What follows belongs to an exercise in optimizing a design on an open flow for small area, a short achievable clock period and few clock cycles; a production flow would make more cautious choices. The RTL of this run was laid out without a check of its function. Power is estimated from default activity; no workload was simulated.

<file path="flow/design.v">
module sha256_raw (
    input  wire         clk,
    input  wire         rst,           
    input  wire         start,         
    input  wire         init,          
    input  wire [255:0] state_in,      
    input  wire [7:0]   nblk,          
    output wire         idle,
    output reg          done,          
    output wire [255:0] state_out,
    input  wire         msg_valid,
    input  wire [31:0]  msg_data,
    output wire         msg_ready
);
    reg         busy;           
    reg         pre;            
    reg  [5:0]  t;              
    reg  [7:0]  left;           
    reg         f61, f62, f63, last, needword;
    reg  [31:0] h0, h1, h2, h3, h4, h5, h6, h7;    
    reg  [31:0] a, b, c, d, e, f, g;               
    reg  [31:0] x;              
    reg  [31:0] kr;             
    reg  [31:0] w [0:15];       
    wire en = busy & (~needword | msg_valid);
    assign idle      = ~busy;
    assign msg_ready = busy & needword;
    assign state_out = {h0, h1, h2, h3, h4, h5, h6, h7};
    reg [31:0] kn;
    always @(*) begin
        case (t)
            6'd0:  kn = 32'hb5c0fbcf; 6'd1:  kn = 32'he9b5dba5;
            6'd2:  kn = 32'h3956c25b; 6'd3:  kn = 32'h59f111f1;
            6'd4:  kn = 32'h923f82a4; 6'd5:  kn = 32'hab1c5ed5;
            6'd6:  kn = 32'hd807aa98; 6'd7:  kn = 32'h12835b01;
            6'd8:  kn = 32'h243185be; 6'd9:  kn = 32'h550c7dc3;
            6'd10: kn = 32'h72be5d74; 6'd11: kn = 32'h80deb1fe;
            6'd12: kn = 32'h9bdc06a7; 6'd13: kn = 32'hc19bf174;
            6'd14: kn = 32'he49b69c1; 6'd15: kn = 32'hefbe4786;
            6'd16: kn = 32'h0fc19dc6; 6'd17: kn = 32'h240ca1cc;
            6'd18: kn = 32'h2de92c6f; 6'd19: kn = 32'h4a7484aa;
            6'd20: kn = 32'h5cb0a9dc; 6'd21: kn = 32'h76f988da;
            6'd22: kn = 32'h983e5152; 6'd23: kn = 32'ha831c66d;
            6'd24: kn = 32'hb00327c8; 6'd25: kn = 32'hbf597fc7;
            6'd26: kn = 32'hc6e00bf3; 6'd27: kn = 32'hd5a79147;
            6'd28: kn = 32'h06ca6351; 6'd29: kn = 32'h14292967;
            6'd30: kn = 32'h27b70a85; 6'd31: kn = 32'h2e1b2138;
            6'd32: kn = 32'h4d2c6dfc; 6'd33: kn = 32'h53380d13;
            6'd34: kn = 32'h650a7354; 6'd35: kn = 32'h766a0abb;
            6'd36: kn = 32'h81c2c92e; 6'd37: kn = 32'h92722c85;
            6'd38: kn = 32'ha2bfe8a1; 6'd39: kn = 32'ha81a664b;
            6'd40: kn = 32'hc24b8b70; 6'd41: kn = 32'hc76c51a3;
            6'd42: kn = 32'hd192e819; 6'd43: kn = 32'hd6990624;
            6'd44: kn = 32'hf40e3585; 6'd45: kn = 32'h106aa070;
            6'd46: kn = 32'h19a4c116; 6'd47: kn = 32'h1e376c08;
            6'd48: kn = 32'h2748774c; 6'd49: kn = 32'h34b0bcb5;
            6'd50: kn = 32'h391c0cb3; 6'd51: kn = 32'h4ed8aa4a;
            6'd52: kn = 32'h5b9cca4f; 6'd53: kn = 32'h682e6ff3;
            6'd54: kn = 32'h748f82ee; 6'd55: kn = 32'h78a5636f;
            6'd56: kn = 32'h84c87814; 6'd57: kn = 32'h8cc70208;
            6'd58: kn = 32'h90befffa; 6'd59: kn = 32'ha4506ceb;
            6'd60: kn = 32'hbef9a3f7; 6'd61: kn = 32'hc67178f2;
            6'd62: kn = 32'h428a2f98; default: kn = 32'h71374491;
        endcase
    end
    wire [31:0] S1  = {e[5:0], e[31:6]} ^ {e[10:0], e[31:11]} ^ {e[24:0], e[31:25]};
    wire [31:0] CH  = (e & f) ^ (~e & g);
    wire [31:0] S0  = {a[1:0], a[31:2]} ^ {a[12:0], a[31:13]} ^ {a[21:0], a[31:22]};
    wire [31:0] MJ  = (a & b) | (c & (a | b));
    wire [31:0] G0  = {32{f63}} & h0;
    wire [31:0] G4  = {32{f63}} & h4;
    wire [31:0] ap1 = x ^ G0 ^ CH;
    wire [31:0] aq1 = (x & G0) | (CH & (x | G0));
    wire [31:0] ap2 = MJ ^ S1 ^ S0;
    wire [31:0] aq2 = (MJ & S1) | (S0 & (MJ | S1));
    wire [31:0] aq1s = {aq1[30:0], 1'b0};
    wire [31:0] aq2s = {aq2[30:0], 1'b0};
    wire [31:0] ap3 = ap1 ^ aq1s ^ ap2;
    wire [31:0] aq3 = (ap1 & aq1s) | (ap2 & (ap1 | aq1s));
    wire [31:0] aq3s = {aq3[30:0], 1'b0};
    wire [31:0] ap4 = ap3 ^ aq3s ^ aq2s;
    wire [31:0] aq4 = (ap3 & aq3s) | (aq2s & (ap3 | aq3s));
    wire [31:0] a_new = ap4 + {aq4[30:0], 1'b0};
    wire [31:0] ep1 = x ^ d ^ G4;
    wire [31:0] eq1 = (x & d) | (G4 & (x | d));
    wire [31:0] eq1s = {eq1[30:0], 1'b0};
    wire [31:0] ep2 = ep1 ^ eq1s ^ CH;
    wire [31:0] eq2 = (ep1 & eq1s) | (CH & (ep1 | eq1s));
    wire [31:0] eq2s = {eq2[30:0], 1'b0};
    wire [31:0] ep3 = ep2 ^ eq2s ^ S1;
    wire [31:0] eq3 = (ep2 & eq2s) | (S1 & (ep2 | eq2s));
    wire [31:0] e_new = ep3 + {eq3[30:0], 1'b0};
    wire [31:0] hsa   = ({32{f61}} & h3) | ({32{f62}} & h2) | ({32{f63}} & h1);
    wire [31:0] hse   = ({32{f61}} & h7) | ({32{f62}} & h6) | ({32{f63}} & h5);
    wire [31:0] sum_a = hsa + a;
    wire [31:0] sum_e = hse + e;
    wire        zk    = pre & f62;    
    wire [31:0] xh    = ({32{f63}} & h7) | ({32{~f63}} & g);
    wire [31:0] xw    = {32{~zk}} & w[15];
    wire [31:0] xs    = xh ^ kr ^ xw;
    wire [31:0] xc    = (xh & kr) | (xw & (xh | kr));
    wire [31:0] x_new = xs + {xc[30:0], 1'b0};
    wire [31:0] ws0   = {w[1][6:0], w[1][31:7]} ^ {w[1][17:0], w[1][31:18]} ^ (w[1] >> 3);
    wire [31:0] ws1   = {w[14][16:0], w[14][31:17]} ^ {w[14][18:0], w[14][31:19]} ^ (w[14] >> 10);
    wire [31:0] wps   = w[0] ^ w[9] ^ ws0;
    wire [31:0] wpc   = (w[0] & w[9]) | (ws0 & (w[0] | w[9]));
    wire [31:0] wpcs  = {wpc[30:0], 1'b0};
    wire [31:0] wqs   = wps ^ wpcs ^ ws1;
    wire [31:0] wqc   = (wps & wpcs) | (ws1 & (wps | wpcs));
    wire [31:0] wnext = wqs + {wqc[30:0], 1'b0};
    wire [5:0]  tn    = t + 6'd1;
    wire        lastn = (f63 & ~pre) ? (left == 8'd2) : last;
    integer i;
    always @(posedge clk) begin
        if (rst) begin
            busy <= 1'b0;
            done <= 1'b0;
        end else begin
            done <= en & f63 & ~pre & last;
            if (!busy) begin
                if (start) begin
                    busy <= 1'b1;
                    pre  <= 1'b1;
                    t    <= 6'd62;
                    left <= nblk;
                end
            end else if (en) begin
                t <= tn;
                if (f63) begin
                    pre <= 1'b0;
                    if (!pre) begin
                        left <= left - 8'd1;
                        if (last)
                            busy <= 1'b0;
                    end
                end
            end
        end
    end
    always @(posedge clk) begin
        if (!busy) begin
            f61 <= 1'b0; f62 <= 1'b1; f63 <= 1'b0;
            needword <= 1'b1;
            last <= (nblk == 8'd1);
        end else if (en) begin
            f61 <= (tn == 6'd61); f62 <= (tn == 6'd62); f63 <= (tn == 6'd63);
            last <= lastn;
            needword <= (tn <= 6'd13) | ((tn >= 6'd62) & ((pre & ~f63) | ~lastn));
        end
    end
    always @(posedge clk) begin
        if (!busy) begin
            if (init) begin
                h0 <= 32'h6a09e667; h1 <= 32'hbb67ae85;
                h2 <= 32'h3c6ef372; h3 <= 32'ha54ff53a;
                h4 <= 32'h510e527f; h5 <= 32'h9b05688c;
                h6 <= 32'h1f83d9ab; h7 <= 32'h5be0cd19;
            end else begin
                h0 <= state_in[255:224]; h1 <= state_in[223:192];
                h2 <= state_in[191:160]; h3 <= state_in[159:128];
                h4 <= state_in[127:96];  h5 <= state_in[95:64];
                h6 <= state_in[63:32];   h7 <= state_in[31:0];
            end
        end else if (en) begin
            if (f61) begin h3 <= sum_a; h7 <= sum_e; end
            if (f62) begin h2 <= sum_a; h6 <= sum_e; end
            if (f63) begin
                h0 <= a_new; h1 <= sum_a;
                h4 <= e_new; h5 <= sum_e;
            end
        end
    end
    always @(posedge clk) begin
        if (!busy) begin
            a <= 32'd0; b <= 32'd0; c <= 32'd0; d <= 32'd0;
            e <= 32'd0; f <= 32'd0; g <= 32'd0; x <= 32'd0;
            kr <= 32'd0;
        end else if (en) begin
            a <= a_new;
            b <= f63 ? sum_a : a;
            c <= f63 ? h2 : b;
            d <= f63 ? h3 : c;
            e <= e_new;
            f <= f63 ? sum_e : e;
            g <= f63 ? h6 : f;
            x <= x_new;
            kr <= kn;
        end
    end
    always @(posedge clk) begin
        if (en) begin
            for (i = 0; i < 15; i = i + 1) w[i] <= w[i+1];
            w[15] <= needword ? msg_data : wnext;
        end
    end
endmodule
</file>
<file path="flow/config.mk">
export PLATFORM = sky130hd
export DESIGN_NAME = sha256_raw
export DESIGN_NICKNAME = sha256_raw
export VERILOG_FILES = /design/flow/design.v
export SDC_FILE = /design/flow/constraint.sdc
export NUM_CORES = 4
export LEC_CHECK = 0
export CAP_MARGIN = 20
export CORE_MARGIN = 2
export CORE_UTILIZATION = 40
export SETUP_SLACK_MARGIN = 5
export SLEW_MARGIN = 20
</file>
<file path="flow/flow/run.sh">
#!/bin/bash
# The standard layout (standard.sh), with the smallest buffer cell on the
# ports instead of the one buffer_ports picks by default.
export BUFFER_PORTS_ARGS="-buffer_cell sky130_fd_sc_hd__buf_1"
bash standard.sh > standard.log 2>&1
</file>
<file path="flow/standard.sh">
#!/bin/bash
# synth_recipe.tcl (not shown) runs the flow's synth.tcl, then flattens the netlist and writes it again
# the make line also repeats each setting of config.mk as NAME=value (left out here)
make -C /OpenROAD-flow-scripts/flow DESIGN_CONFIG=/design/flow/config.mk WORK_HOME=/design/flow/orfs CLKGATE_MAP_FILE= SYNTH_SCRIPT=/design/flow/synth_recipe.tcl "${@:-finish}"
</file>
<file path="flow/constraint.sdc">
create_clock -name core_clock -period 10.0 [get_ports {clk}]
set_input_delay 2.0000 -clock core_clock [delete_from_list [all_inputs] [get_ports {clk}]]
set_output_delay 2.0000 -clock core_clock [all_outputs]
set_load 0.01 [all_outputs]
</file>
==> run summary <==
----------------------------------------------------
[Die]
  Die Ht ... 399 microns
  Horizontal extent of the die ... 399 microns
  Placeable core area ... between 150000 and 200000 sq um
  Area of the die ... approximately 160000 sq um
  Starting utilization of the core area ... 40.4%
  Num rows ... 144
  I/O pin count ... 560

[Worst setup path]
  Slowest stage cell on the critical path ... fa_1
  Kind of end point of the critical path ... flop
  Worst setup SP type ... flop
  Cell mode on critical path ... fa_1
  CP Data Arrival Time ... just over 6 ns
  Category of the most critical setup path ... flop to flop
  Delay of the slowest cell on the worst path ... about 0.49 ns
  Series of cell instances along the critical path ... buf_16 > and2_4 > fa_1 > fa_1 > inv_1 > fa_1 > inv_1 > ha_2 > fa_2 > a21o_1 > a21o_4 > a211oi_4 > buf_6 > nor4_4 > or3_4 > a2111o_1 > a221oi_4 > o21ai_4 > or4_1 > nand3_1
  Worst path required time ... roughly 11 ns
  Maximum fanout count along the critical path ... 5

[Synthesis]
  Share of the synthesized area in compound gates (AO/OA/AOI/OAI) ... 15.4%
  Synthesized netlist cell count ... 5762
  Most instantiated cells after synthesis ... 784 x edfxtp_1, 477 x inv_1, 470 x nand2_1, 376 x nor2_1, 357 x a21oi_1
  Top post-synthesis cells by area ... edfxtp_1 38%, fa_1 10%, dfxtp_1 9.4%
  Area share of fa/ha/maj cells after synthesis ... 14.2%
  Library cell with the largest summed area after synthesis ... edfxtp_1
  Total nets after synthesis ... between 6000 and 7000
  Xor and xnor area share after synthesis ... 5.95%
  Yosys reg bits ... 1078
  Most repeated cell in the gate-level netlist after synthesis ... edfxtp_1
  Distinct cells, synth ... 76
  EDFF count, synth ... 784
  Synthesized area per cell ... 10.8 sq um
  Share of the synthesized area in the top cell type ... a little under two fifths
  Post-Synth Simple-Gate Area ... 9.02%
  Main combinational cell family by area after synthesis ... compound AO/OA/AOI/OAI gates
  Synth warnings ... 2
  Async set-reset flop share out of synthesis ... 0%
  Multiplexer fraction of the synthesized cell area ... 3.34%
  Portion of the post-synthesis area used by sequential elements ... 47.1%
  Synthesized area ... ~62000 sq um
  Most used flip-flop cell after synthesis ... edfxtp_1

[Global route]
  Remaining Overflow, GRT ... 0
  First-pass GRT wire length ... 323000 microns
  Number of global-route vias before repair ... about 46000
  GRT Total Usage ... between 20% and 30%
  Initial antenna violation count ... 9
  Largest net degree at the start of global routing ... 180

[Timing]
  Setup repair after global routing missed its margin ... yes
  Final worst path period share ... a little under three fifths
  Fmax ... 0.182 GHz
  Tightest slew margin relative to the limit ... 16.8%
  Setup_tns ... 0 ns
  Tightest Pin Transition ... between 1 and 1.5 ns
  Final Max Slew Viols ... 0
  Setup skew after layout ... between 0.07 and 0.08 ns
  Shortest clock period the worst path allows after layout ... about 5.5 ns
  Final hold violations ... 0
  Final hold slack ... 0.377 ns
  Total of endpoints with negative setup slack in the final report ... 0

[Cells and area]
  Net count reported at finish ... 7071
  Register with the most flip-flops ... w
  Area Growth Syn to Fin ... 17.2%
  Final cell area excluding filler cells ... 73200 sq um
  Fraction of layout cells with a size suffix above 1 ... roughly a tenth
  Largest register FFs ... between 500 and 600

[Power and ir drop]
  Cell internal power dissipation ... 12.8 mW
  Switching part of the total ... 44.0%
  Power density over the cells ... 311 nW/um^2
  Standby leakage power ... around 28 nW
  Max rail drop VDD ... 0.282 mV
  Clock network fraction of total power ... 19.8%
  Net switching power of the design ... 10.0 mW
  Power share of the combinational group ... approximately 52%
  Sequential power share ... 28.7%

[Clocking]
  Later-pin clock latency in the skew report ... about 0.78 ns
  Clock buffer depth ... 3
  Register clock-pin slew on the reported worst setup and hold paths ... about 0.060 ns
  Clock Root Buffer ... clkbuf_16
  CTS buffer count ... 119
  Hold-fix buffers, CTS ... 0
  Clock H-tree levels ... 3
  TritonCTS clock tree ... yes
  Number of sinks driven by the clock tree ... 1078

[Routing]
  Total number of vias ... between 40000 and 50000
  Post-detailed-route count of antenna-violating nets ... 0
  Final WL ... 228000 microns
  Router iterations before antenna repair ... 9
  Via density per instance ... approximately 5.7
  Routed length per placed instance ... 27.1 microns
  DRC ... 0
  Number of DRC violations after detailed-routing iteration 0 ... 5216

[Placed design]
  Routability cong. ... 0.968
  Half-perimeter wire length of the detailed placement result ... 169000 microns
  Placed standard-cell area ... between 60000 and 70000 sq um
  Count of port buffers added during placement ... approximately 560

[Status]
  Status ... no timing/DRC/antenna violations

[Min path]
  Hold WC Path Type ... flop to flop

[Run]
  Number of max-cap violations ... 0

----------------------------------------------------
[cells in the final DEF, fill, tap and decap left out, types with 192 or more instances in the layout]
cell type  count
ha_1         192
nor2_1       372
xnor2_1      244
inv_1        469
nand2_1      464
dfxtp_1      234
buf_1        558
o21ai_0      279
fa_1         306
edfxtp_1     784
a21oi_1      333
[area by class of cell]
cell class / instances / area, sq um
Fill cell: 14400 / 81400
Multi-Input combinational cell: 3856 / 31500
Sequential cell: 1078 / 29600
Timing Repair Buffer: 719 / 3660
Clock buffer: 147 / 3170
Tap cell: 2044 / 2560
Inverter: 477 / 1810
Clock inverter: 75 / 847
Antenna cell: 4 / 10.0
[per-stage QoR]
stage / power (mW) / std cells / util, % / setup slack (ns)
6_report: 22.8 / 8400 / 47.3 / 4.50
5_1_grt: 24.1 / 8396 / 47.3 / 4.36
4_1_cts: 21.5 / 8335 / 46.2 / 4.35
3_5_place_dp: 16.6 / 8080 / 43.0 / 3.47
3_3_place_gp: 16.6 / 8079 / 43.0 / 3.54
2_1_floorplan: 13.2 / 5762 / - / 4.78
[power groups by stage]
| stage | clock network, mW | registers [mW] | logic [mW] |
|---|---|---|---|
| 3_5_place_dp | 0 | 6.54 | 10.1 |
| 6_report | 4.51 | 6.53 | 11.7 |
| 3_3_place_gp | 0 | 6.54 | 10.0 |
| 4_1_cts | 4.59 | 6.48 | 10.4 |
| 2_1_floorplan | 0 | 6.12 | 7.04 |
| 5_1_grt | 4.77 | 6.57 | 12.8 |
[kinds of logic after synthesis]
kind of cell / after synthesis
AOI/OAI and AO/OA: 1448
and+or+nand+nor: 1258
DFF: 1078
buffers and inverters: 828
adders and majority gates: 523
xor gates and xnor gates: 424
muxes: 203
[what timing repair did]
item	CTS	global route
setup buffers	29	58
gates resized for setup	151	220
gates cloned	4	2
setup endpoints to repair	123	111
pin swaps	18	85
[path summary, 6_finish.rpt]
path                                           from             endpoint  depth (start not counted)  slack, ns
worst min-delay path            w[12][25]$_DFFE_PP_  w[11][25]$_DFFE_PP_                          0       0.38
worst min register to register  w[12][25]$_DFFE_PP_  w[11][25]$_DFFE_PP_                          0       0.38
worst max-delay path               f63$_SDFFE_PN0P_     h4[31]$_DFFE_PP_                         20       4.50
worst max register to register     f63$_SDFFE_PN0P_     h4[31]$_DFFE_PP_                         20       4.50
[critical path, delay by kind of cell (launching register included)]
kind                       cells  cell delay [ns]
AOI/OAI and AO/OA              6             1.50
adders and majority gates      5             1.91
buffers and inverters          4             0.41
DFF                            1             0.46
and+or+nand+nor                5             1.06
[per-layer routing]
layer | track usage, % | up-vias | routed length [microns]
met5 | 0 | - | 13
met2 | 42.0 | 2124 | 99700
met3 | 4.57 | 290 | 18700
met1 | 41.0 | 24000 | 101000
met4 | 9.62 | 2 | 8130
li1 | - | 21400 | -

==> static timing again, ports no longer ideal <==
The flow's constraints put no driver on any port. The routed layout listed below was extracted and timed again, unchanged, in two steps.
Step 1 assumes that a clkbuf_16 drives the clock port and a buf_2 every other input.
Step 2 adds t to the input delays and takes it off the output delays; t is the mean of the earliest and latest rising clock arrival at the registers after step 1. Input paths then give back, and output paths get back, about the clock's delay inside the block.
Three values: ideal ports, drivers, drivers and shift; two values: the first two.
t, ns: 0.827
setup WS [ns]: 4.497 / 4.497 / 4.420
slew at the worst register clock pin (ns): 0.07 / 0.07
After both steps this run still meets setup and hold. The setup slack of this run moves by 0.000 ns with the drivers and by -0.077 ns with both steps.
